Source: an optimization exercise on an open RTL-to-GDS flow (aim: small area and a short achievable clock period). Production flows keep margins and buffers that such runs may drop.
The RTL was checked by simulation tests, not by an equivalence proof against the original design.
Power is estimated from default activity; no workload was simulated.

==> branch indigo <==
// mac_unit
module mac_unit (
  input  wire        clk,
  input  wire        rst,        
  input  wire [3:0]  op,         
  input  wire [1:0]  acc,        
  input  wire [63:0] data,       
  input  wire [31:0] coef,       
  input  wire [5:0]  shift,      
  input  wire        rm,         
  input  wire        clr,        
  input  wire [1:0]  mask,       
  output wire [63:0] wb,         
  output wire        aovf,       
  output wire        dsat,       
  output wire [3:0]  ov          
);
clock: 25.0 ns
lec_check: 0
cap_margin: 20
core_margin: 2
core_utilization: 40
slew_margin: 20
run.sh (not shown) runs the stock make flow with config.mk's settings and CLKGATE_MAP_FILE= SYNTH_SCRIPT=/design/flow/synth_recipe.tcl, a recipe that flattens the netlist after the stock synthesis.
==> branch lagoon: changes against branch indigo <==
==> flow/flow/run.sh (new file) <==
#!/bin/bash
export SETUP_SLACK_MARGIN=14
bash standard.sh > standard_flow.log 2>&1
==> flow/standard.sh (new file) <==
#!/bin/bash
# synth_recipe.tcl (not shown) runs the flow's synth.tcl, then flattens the netlist and writes it again
# the make line also repeats each setting of config.mk as NAME=value (left out here)
make -C /OpenROAD-flow-scripts/flow DESIGN_CONFIG=/design/flow/config.mk WORK_HOME=/design/flow/orfs CLKGATE_MAP_FILE= SYNTH_SCRIPT=/design/flow/synth_recipe.tcl "${@:-finish}"
removed: flow/run.sh
==> notes.md <==
- The fraction of met1 tracks used by global routing is 0.497.
- At the worst endpoint, the arrival time is 6400 ps.
- In this run the critical register-to-register path is launched from p_sel[2]$_SDFF_PP0_.
- The number of antenna violations at the first check in global routing is 36.
- In the finished design, the share of the clock period the worst path needs comes to 0.456.
- The number of antenna diodes is 28.
- Entering global routing, the biggest net connects 108 pins.
- The worst-path maximum fanout is 20.
- For this block, wires on met1 add up to 169000 um.
- The internal portion of the total power is 7.41 mW.
- In the layout the tool counted multi-input logic cells amounting to 6669.
- The flow ran to the end and the layout has no timing, DRC or antenna violations.
- The maximum clock frequency is 87.7 MHz.
- Hold is met by 479 ps.
Source of the figures above: branch lagoon

==> notes.md <==
- Entering global routing, the biggest net connects 138 pins.
- Based on the critical path, the design can be clocked at up to 68.4 MHz.
- In this run the worst path has a maximum fanout of 42.
- The arrival time at the worst endpoint is 9610 ps.
- Hold timing on the final database bottoms out at a slack of 469 ps.
- The flow ran to the end and the layout has no timing, DRC or antenna violations.
- In the global route stage, met1 resource usage came out at 0.483.
- The layout contains a multi-input combinational cell count of 6662.
Source of the figures above: branch indigo


==> 02-27 <==
mac_unit, a different RTL version from the one above (not shown whole).
==> flow/config.mk <==
export PLATFORM = sky130hd
export DESIGN_NAME = mac_unit
export DESIGN_NICKNAME = mac_unit
export VERILOG_FILES = /design/flow/design.v
export SDC_FILE = /design/flow/constraint.sdc
export NUM_CORES = 4
export LEC_CHECK = 0
export CAP_MARGIN = 20
export CORE_MARGIN = 2
export CORE_UTILIZATION = 50
export SLEW_MARGIN = 20
export TNS_END_PERCENT = 5
==> flow/constraint.sdc <==
create_clock -name core_clock -period 25.0 [get_ports {clk}]
set_input_delay 5.0000 -clock core_clock [delete_from_list [all_inputs] [get_ports {clk}]]
set_output_delay 5.0000 -clock core_clock [all_outputs]
set_load 0.01 [all_outputs]
standard.sh (not shown) runs the stock make flow with config.mk's settings and CLKGATE_MAP_FILE= SYNTH_SCRIPT=/design/flow/synth_recipe.tcl, a recipe that flattens the netlist after the stock synthesis.
==> flow/flow/run.sh <==
#!/bin/bash
# The standard layout (standard.sh) in three parts:
#  1. the standard synthesis, unchanged (standard.sh synth);
#  2. flow/polarity.py: full adders are self-dual, so each fa cell may compute
#     on complemented inputs and outputs; the script picks that per cell to
#     need as few inverters between adders as possible and rebuilds the
#     inverters. Registers and every register input and output port function
#     are unchanged; the netlist is then loaded again (1_synth);
#  3. ORFS floorplan to finish, with SETUP_SLACK_MARGIN=14 in the environment:
#     repair_timing works towards 14 ns of setup slack instead of 0, so it
#     improves the paths that set the achieved period.
# The clock, the constraints and the flow scripts are unchanged. Each tool's
# output goes to a log here; ORFS's per-step logs are in orfs/logs.
set -e
export SETUP_SLACK_MARGIN=14
R=orfs/results/sky130hd/mac_unit/base
bash standard.sh synth > synth_flow.log 2>&1
cp $R/1_2_yosys.v $R/1_2_yosys.std.v
python3 flow/polarity.py $R/1_2_yosys.std.v $R/1_2_yosys.v > polarity.log 2>&1
bash standard.sh do-1_synth > synth_odb_flow.log 2>&1
bash standard.sh > standard_flow.log 2>&1
Other scripts of this flow, unchanged in this note and not shown: flow/flow/polarity.py
==> 08-26: changes against 02-27 <==
Settings changed: CTS_BUF_LIST set to sky130_fd_sc_hd__clkbuf_8.
==> notes.md <==
| metric | 02-27 | 08-26 |
|---|---|---|
| Utilization of the core after routing | 57.2% | 58.4% |
| Number of iterations in the first detailed-routing pass | 9 | 7 |
| Iter 0 DRT Violations | 12.0k | 12.8k |
| Clock buffers | 103 | 142 |
| Sum of routed wire length over all layers | 436000 µm | 443000 µm |
| Routed via count | 79.7k | 80.8k |
| Clock Skew | 0.0869 ns | 0.0829 ns |
| Outcome | timing/DRC/antenna clean | timing/DRC/antenna clean |
| Area added between synthesis and finish | 13.8% | 16.1% |
| Root Buffer | sky130_fd_sc_hd__clkbuf_16 | sky130_fd_sc_hd__clkbuf_8 |
| Sum of routed wire segments on met1 | 148000 µm | 149000 µm |
| Amount of wire on met2 after detailed routing | 187000 µm | 188000 µm |
| Fraction of standard cell area that is sequential | 19.6% | 19.2% |
| Arrival time at the worst endpoint | 6.50 ns | 6.81 ns |
| Comb pwr | 13100 µW | 13200 µW |
| Number of global-route vias before repair | 78.6k | 79.0k |
| Post-route insts no fill | 11.2k | 11.4k |
| Worst-margin pin slew | 1.23 ns | 1.20 ns |
| Non-clock buffer area fraction after layout | 7.17% | 8.57% |
| Final instance area | 98100 µm² | 100000 µm² |

==> port drivers added, routing unchanged <==
Ports are ideal in the flow. The routed layouts listed here were re-timed in OpenROAD. Step 1, drivers: a clkbuf_16 drives clk and a buf_2 each remaining input, both assumed. Step 2 also shifts input and output timing later by t, the mid clock arrival at the registers, as if the neighbouring blocks saw the same clock. Slacks: ideal ports / drivers / drivers and shift; pairs: ideal ports / drivers.
run | t (ns) | setup WS [ns] | worst slew at a driven data input, ns
branch indigo | 0.828 | 10.387 / 10.299 / 11.127 | 0.19
branch lagoon | 0.842 | 13.599 / 13.508 / 13.234 | 0.21
02-27 | 0.807 | 13.502 / 13.421 / 12.913 | 0.22
08-26 | 0.997 | 13.195 / 13.111 / 12.838 | 0.22
After both steps every run listed still meets setup and hold. For 02-27, which loses most, drivers alone change the setup slack by -0.081 ns; drivers and shift together by -0.589 ns.
